Background: an optimization exercise with open tools, aiming at small area, a short achievable clock period and few clock cycles per item. Do not read the settings as production practice. Only simulation tests tie the RTL to the original design; equivalence was not proved. Power figures rest on the tool's default switching activity, not on a simulated workload.

`design/flow/config.mk`:
```
export PLATFORM = sky130hd
export DESIGN_NAME = lane_sig_unit
export DESIGN_NICKNAME = lane_sig_unit
export VERILOG_FILES = /design/flow/design.v
export SDC_FILE = /design/flow/constraint.sdc
export NUM_CORES = 4
export LEC_CHECK = 0
export CAP_MARGIN = 20
export CORE_MARGIN = 2
export CORE_UTILIZATION = 40
export PLACE_DENSITY = 0.6
export SLEW_MARGIN = 20
```
`design/flow/run.sh`:
```
#!/bin/bash
# synth_recipe.tcl (not shown) runs the flow's synth.tcl, then flattens the netlist and writes it again
# the make line also repeats each setting of config.mk as NAME=value (left out here)
make -C /OpenROAD-flow-scripts/flow DESIGN_CONFIG=/design/flow/config.mk WORK_HOME=/design/flow/orfs CLKGATE_MAP_FILE= SYNTH_SCRIPT=/design/flow/synth_recipe.tcl finish
```
`design/flow/constraint.sdc`:
```
create_clock -name core_clock -period 12.0 [get_ports {clk}]
set_input_delay 2.4000 -clock core_clock [delete_from_list [all_inputs] [get_ports {clk}]]
set_output_delay 2.4000 -clock core_clock [all_outputs]
set_load 0.01 [all_outputs]
```
`design/flow/design.v`:
```
module lane_sig_unit (
    input  wire        clk,
    input  wire        rst,         
    input  wire        in_valid,
    output wire        in_ready,
    input  wire [1:0]  in_op,       
    input  wire [63:0] in_data,     
    input  wire [63:0] in_aux,      
    output wire        out_valid,
    input  wire        out_ready,
    output wire [63:0] out_data,
    output wire        out_ok
);
    localparam [1:0]  OP_BEGIN  = 2'd0;
    localparam [1:0]  OP_RESULT = 2'd1;
    localparam [1:0]  OP_DECODE = 2'd2;
    localparam [1:0]  OP_END    = 2'd3;
    localparam [15:0] CODE_A  = 16'd58659;
    localparam [15:0] D_MOD   = 16'd58658;
    localparam [63:0] FOLD_M  = 64'h0000_0100_0000_01B3;
    localparam [1:0] S_IDLE = 2'd0;
    localparam [1:0] S_DIV  = 2'd1;
    localparam [1:0] S_MUL  = 2'd2;
    localparam [1:0] S_OUT  = 2'd3;
    reg [1:0]  st;
    reg [1:0]  op_q;
    reg [6:0]  cnt;
    reg [47:0] n_q;       
    reg [15:0] d_q;       
    reg [63:0] s_q;       
    reg [63:0] dvd;       
    reg [15:0] rem;
    reg [15:0] dvs;       
    reg        neg;       
    reg [63:0] mcand;
    reg [47:0] mplier;
    reg [63:0] acc;
    reg [63:0] k2_q;
    reg [63:0] out_q;
    reg        ok_q;
    wire fire = in_valid && in_ready;
    wire [63:0] t_res = in_data - {48'd0, d_q};
    wire [63:0] t_dec = in_data - {48'd0, in_aux[15:0]} - {48'd0, d_q};
    wire [63:0] t_sel = (in_op == OP_DECODE) ? t_dec : t_res;
    wire [63:0] t_mag = t_sel[63] ? (~t_sel + 64'd1) : t_sel;
    wire [63:0] begin_prod = {16'd0, in_data[47:0]} * 64'd32749;
    wire [16:0] rem_sh  = {rem, dvd[63]};
    wire        q_bit   = (rem_sh >= {1'b0, dvs});
    wire [16:0] rem_sub = rem_sh - {1'b0, dvs};
    wire [15:0] rem_nx  = q_bit ? rem_sub[15:0] : rem_sh[15:0];
    wire [63:0] dvd_nx  = {dvd[62:0], q_bit};
    wire [15:0] rho    = (neg && rem_nx != 16'd0) ? (CODE_A - rem_nx) : rem_nx;
    wire [63:0] quot   = neg ? (~dvd_nx + 64'd1) - {63'd0, (rem_nx != 16'd0)} : dvd_nx;
    always @(posedge clk) begin
        if (rst) begin
            st     <= S_IDLE;
            op_q   <= 2'd0;
            cnt    <= 7'd0;
            n_q    <= 48'd0;
            d_q    <= 16'd1;
            s_q    <= 64'd0;
            dvd    <= 64'd0;
            rem    <= 16'd0;
            dvs    <= 16'd0;
            neg    <= 1'b0;
            mcand  <= 64'd0;
            mplier <= 48'd0;
            acc    <= 64'd0;
            k2_q   <= 64'd0;
            out_q  <= 64'd0;
            ok_q   <= 1'b0;
        end else begin
            case (st)
                S_IDLE: begin
                    if (fire) begin
                        op_q <= in_op;
                        cnt  <= 7'd0;
                        rem  <= 16'd0;
                        case (in_op)
                            OP_BEGIN: begin
                                n_q <= in_data[47:0];
                                dvd <= begin_prod;
                                dvs <= D_MOD;
                                neg <= 1'b0;
                                st  <= S_DIV;
                            end
                            OP_RESULT, OP_DECODE: begin
                                dvd <= t_mag;
                                dvs <= CODE_A;
                                neg <= t_sel[63];
                                st  <= S_DIV;
                            end
                            default: begin   
                                mcand  <= in_data;
                                mplier <= n_q;
                                acc    <= 64'd0;
                                k2_q   <= in_aux;
                                st     <= S_MUL;
                            end
                        endcase
                    end
                end
                S_DIV: begin
                    dvd <= dvd_nx;
                    rem <= rem_nx;
                    cnt <= cnt + 7'd1;
                    if (cnt == 7'd63) begin
                        case (op_q)
                            OP_BEGIN: begin
                                d_q <= rem_nx + 16'd1;
                                s_q <= {16'd0, n_q};
                                st  <= S_IDLE;
                            end
                            OP_RESULT: begin
                                s_q <= s_q * FOLD_M + {48'd0, rho};
                                st  <= S_IDLE;
                            end
                            default: begin   
                                out_q <= quot;
                                ok_q  <= (rem_nx == 16'd0);
                                st    <= S_OUT;
                            end
                        endcase
                    end
                end
                S_MUL: begin
                    if (mplier[0])
                        acc <= acc + mcand;
                    mcand  <= {mcand[62:0], 1'b0};
                    mplier <= {1'b0, mplier[47:1]};
                    cnt    <= cnt + 7'd1;
                    if (cnt == 7'd47) begin
                        out_q <= s_q;
                        ok_q  <= (s_q == (mplier[0] ? acc + mcand : acc) + k2_q);
                        st    <= S_OUT;
                    end
                end
                S_OUT: begin
                    if (out_ready)
                        st <= S_IDLE;
                end
                default: st <= S_IDLE;
            endcase
        end
    end
    assign in_ready  = (st == S_IDLE);
    assign out_valid = (st == S_OUT);
    assign out_data  = out_q;
    assign out_ok    = ok_q;
endmodule
```
==> summary.txt <==
## placed cells by master, fill, tap and decap left out, drive strengths merged, types with 17 or more instances in the layout
cell | Yosys | routed
nand2 | 795 | 795
dfxtp | 527 | 527
o21ai | 374 | 374
and2 | 48 | 48
nor4 | 27 | 27
a21oi | 658 | 658
and4 | 19 | 19
a211oi | 189 | 189
nand2b | 49 | 49
o211a | 17 | 17
mux2 | 70 | 70
o21a | 60 | 60
a31oi | 96 | 96
clkbuf | 338 | 84
or3 | 45 | 45
nor3 | 99 | 99
fa | 688 | 688
nor2 | 562 | 562
a211o | 19 | 19
a22oi | 66 | 66
o211ai | 59 | 59
o21bai | 54 | 54
buf | 49 | 121
a2111oi | 22 | 22
a22o | 40 | 40
a221oi | 34 | 34
nand4 | 103 | 103
ha | 916 | 916
nand3 | 148 | 148
inv | 1026 | 1032
o31ai | 35 | 35
and3 | 79 | 79
xnor2 | 295 | 295
or2 | 23 | 23
a311oi | 46 | 46
nor2b | 52 | 52
xor2 | 175 | 175
mux2i | 173 | 173
a21o | 238 | 238
clkdlybuf4s50 | 0 | 195
## cell families (layout without fill, tap and decap cells)
family          after synthesis  in the layout
compound gates             2195           2195
simple gates               2118           2118
fa+ha+maj                  1604           1604
buf+inv                    1413           1454
flops                       527            527
xor+xnor                    470            470
mux                         243            243
other cells                   0              5
## how the worst min path moves through the flow
| stage | start | endpoint | slack, ns | cells after the start |
|---|---|---|---|---|
| after floorplan | d_q[2]$_SDFFE_PP0P_ | d_q[2]$_SDFFE_PP0P_ | 0.43 | 2 |
| after global placement | d_q[5]$_SDFFE_PP0P_ | d_q[5]$_SDFFE_PP0P_ | 0.44 | 2 |
| after detailed placement | out_q[30]$_SDFFE_PP0P_ | out_q[30]$_SDFFE_PP0P_ | 0.44 | 2 |
| after CTS | out_q[30]$_SDFFE_PP0P_ | out_q[30]$_SDFFE_PP0P_ | 0.45 | 2 |
| after global routing | out_q[7]$_SDFFE_PP0P_ | out_q[7]$_SDFFE_PP0P_ | 0.47 | 2 |
| final | out_q[11]$_SDFFE_PP0P_ | out_q[11]$_SDFFE_PP0P_ | 0.45 | 2 |
## layout make-up
type | count | share of cell area (%)
antenna | 5 | 0.01594
clock buffer | 84 | 2.192
clock inverter | 28 | 0.4926
inverter | 1026 | 4.907
multi-input combinational | 6630 | 71.52
sequential | 527 | 13.45
tap | 2355 | 3.754
timing repair buffer | 316 | 3.667
## metal layers
metal  track usage, %  wire, um
met5                0       141
met1            40.86    121500
met2            45.55    119100
met4            13.58     15350
met3            3.387     18280
## per-stage QoR
step           setup WS [ns]  cell area, um2  utilization (%)
3_5_place_dp          0.5046           76360            42.75
2_1_floorplan          1.903           71930                -
5_1_grt              0.06148           78480            43.94
3_3_place_gp          0.6936           76360            42.75
4_1_cts               0.4799           78470            43.93
6_report              0.6796           78490            43.94
## power by group
group	total, mW	switching (mW)	internal, mW	leakage, nW
sequential	2.21	0.249	1.96	4.27
combinational	20.1	12.7	7.46	31.1
clock	2.01	0.856	1.16	1.02
## what timing repair did
action,in CTS,in global routing
setup endpoints to repair,0,7
hold buffers,0,0
setup buffers,0,0
resized for setup,0,3
## sequential cells by signal (all words and copies together), names as in the netlist
register,flops
cnt,7
mplier,48
n_q,48
s_q,64
dvd,64
d_q,16
st,2
dvs,2
ok_q,1
neg,1
mcand,64
k2_q,64
rem,16
out_q,64
acc,64
op_q,2
## critical path: cells and delay by family (launching register included)
family                   cells  cell delay [ns]
AO/OA/AOI/OAI               14             3.79
XOR/XNOR                     3             0.88
buffers and inverters        6             0.68
adder cells (fa/ha/maj)     10             3.90
AND/OR/NAND/NOR              8             1.61
flip-flops                   1             0.31
==> results by group <==
Outcome
  • Status: finished clean

Power and ir drop
  • Power Density: ~310 nW/um2
  • Leak Pwr: around 36 nW
  • Worst VDD drop: ~0.00047 V
  • Total Power: roughly 24 mW

Yosys
  • Flip-flop and latch count after synthesis: around 530
  • Post-synthesis mux area share: under 10%
  • Number of flops mapped to enable cells by yosys: 0
  • Largest family of logic cells by synthesized area: adder cells
  • Prevailing post-synth register cell: dfxtp_1
  • Leading area contributor after synthesis: fa_1
  • Syn Std Cell Area: 71930 um2
  • Yosys warning count: 1
  • Gate Count Post-Synth: between 8000 and 9000
  • Syn avg cell area: ~8.4 um2
  • Ys async rst share: 0%
  • Synth area leaders: fa_1 19%, ha_1 16%, dfxtp_1 15%
  • Syn nets: 10308
  • Post-synthesis sequential area ratio: 14.67%
  • Top cells by count, synth: 1025 x inv_1, 916 x ha_1, 794 x nand2_1, 688 x fa_1, 657 x a21oi_1
  • Count leader, synth: inv_1
  • Synth Area in Simple Gates: about 14%
  • Top-area cell type share of the netlist area: between 10% and 20%
  • Adder-Cell Fraction of Synth Area: around a third
  • Post-synthesis cell type count: between 100 and 150
  • Post-Synth XOR/XNOR Area: 5.723%
  • Post-synthesis compound-gate area fraction: between 10% and 20%

Clocking
  • CTS buffer count: approximately 60
  • Clk slew on worst S/H paths: around 0.06 ns
  • Root Driver: clkbuf_16
  • # H-tree levels: 2
  • CTS tree: yes
  • CTS max path bufs: 3
  • Worst skew pair latency: around 0.70 ns
  • Clock Sink Count: 527

STA
  • Tmin final: 11.32 ns
  • Rel. slew slack: around an eighth
  • Period utilization: between 90% and 100%
  • Final setup violation count: 0
  • TNS Setup: 0 ns
  • RSZ-0062 raised after global routing: false
  • FMAX: around 88 MHz
  • Fin. max-slew vios: 0
  • Final Hold Vio Count: 0
  • Clock Skew: 0.04348 ns
  • Slew @ Worst Pin: between 1 and 1.5 ns
  • Hold Slack: roughly 0.45 ns

Die
  • Num ports: ~200
  • Row cnt: between 150 and 200
  • Initial Utilization: 40.27%
  • Die ar.: 183200 um2
  • DIE WIDTH: approximately 430 um
  • Core ar.: between 150000 and 200000 um2
  • Die height: between 400 and 500 um

Finish
  • Fin cells: roughly 11000
  • Area of the multi-input gates: approximately 56000 um2
  • Area growth syn-to-layout: 9.117%
  • Filler cells: 17669
  • Layout cells sized above 1: around 4.6%
  • Fin nets: roughly 10000
  • Storage cell area: 10560 um2

Detailed routing
  • Drt first pass iters: 9
  • Detail Route Antenna Nets: 0
  • DRC: 0
  • Vias per cell: 5.852
  • Routed vias: about 64000
  • DR WL/cell: about 25 um
  • Drt initial violations: between 5000 and 6000
  • Final WL: ~270000 um

Setup path
  • Max incr delay on CP: slightly above 0.8 ns
  • CP startpoint kind: register
  • Flop-to-flop setup slack: 0.68 ns
  • CP Data Arrival Time: 11.87 ns
  • Critical Path End Type: register
  • Setup crit end: s_q[63]$_SDFFE_PP0P_
  • WP data required: approximately 13 ns
  • Slowest-stage cell, CP: a211oi_1
  • R2R Path End: s_q[63]$_SDFFE_PP0P_
  • Reg2Reg Depth: slightly above 40
  • Worst Setup SP: dvs[14]$_SDFFE_PP0P_
  • CP Class: register to register
  • Reg-to-reg startpoint: dvs[14]$_SDFFE_PP0P_
  • CP max FO: 18

GRT
  • GRT Util Overall: roughly 30%
  • Largest net degree at the start of global routing: 130
  • Initial antenna violation count: 16
  • Total grt overflow: 0
  • Vias in the first global route: approximately 64000
  • First-pass GRT wire length: roughly 410000 um

Placement
  • Port Buf Inserts: 200
  • Hpwl dp: about 220000 um
  • Placed Cells: roughly 11000
  • RePlAce Congestion: 1.014

Worst hold path
  • Worst hold path type: register to register

Job
  • Max Cap Viol: 0
Testbench counts, summed over its fixed seeds: cycles 107,744, results 1,536.

-- static timing again, ports no longer ideal --
The results above use ideal ports. As a check the final layout listed here was re-extracted and re-timed, cells and wires unchanged. Step 1: set_driving_cell puts a clkbuf_16 on clk and a buf_2 on each other input, an assumption about the parent block. Step 2, shift: input delay + t, output delay - t, t = (earliest + latest rising clock arrival at the registers) / 2. This alone moves slack from input paths to output paths. Slacks: ideal / step 1 / step 2; pairs: ideal / step 1.
shift t [ns]: 0.759
slack for setup (ns): 0.680 / 0.680 / 0.680
hold WS [ns]: 0.454 / 0.454 / 0.454
worst setup path at the end: register to register
cell pins on the clock port's net: 1
After both steps this run still meets setup and hold. The setup slack of this run moves by 0.000 ns with the drivers and by 0.000 ns with both steps.
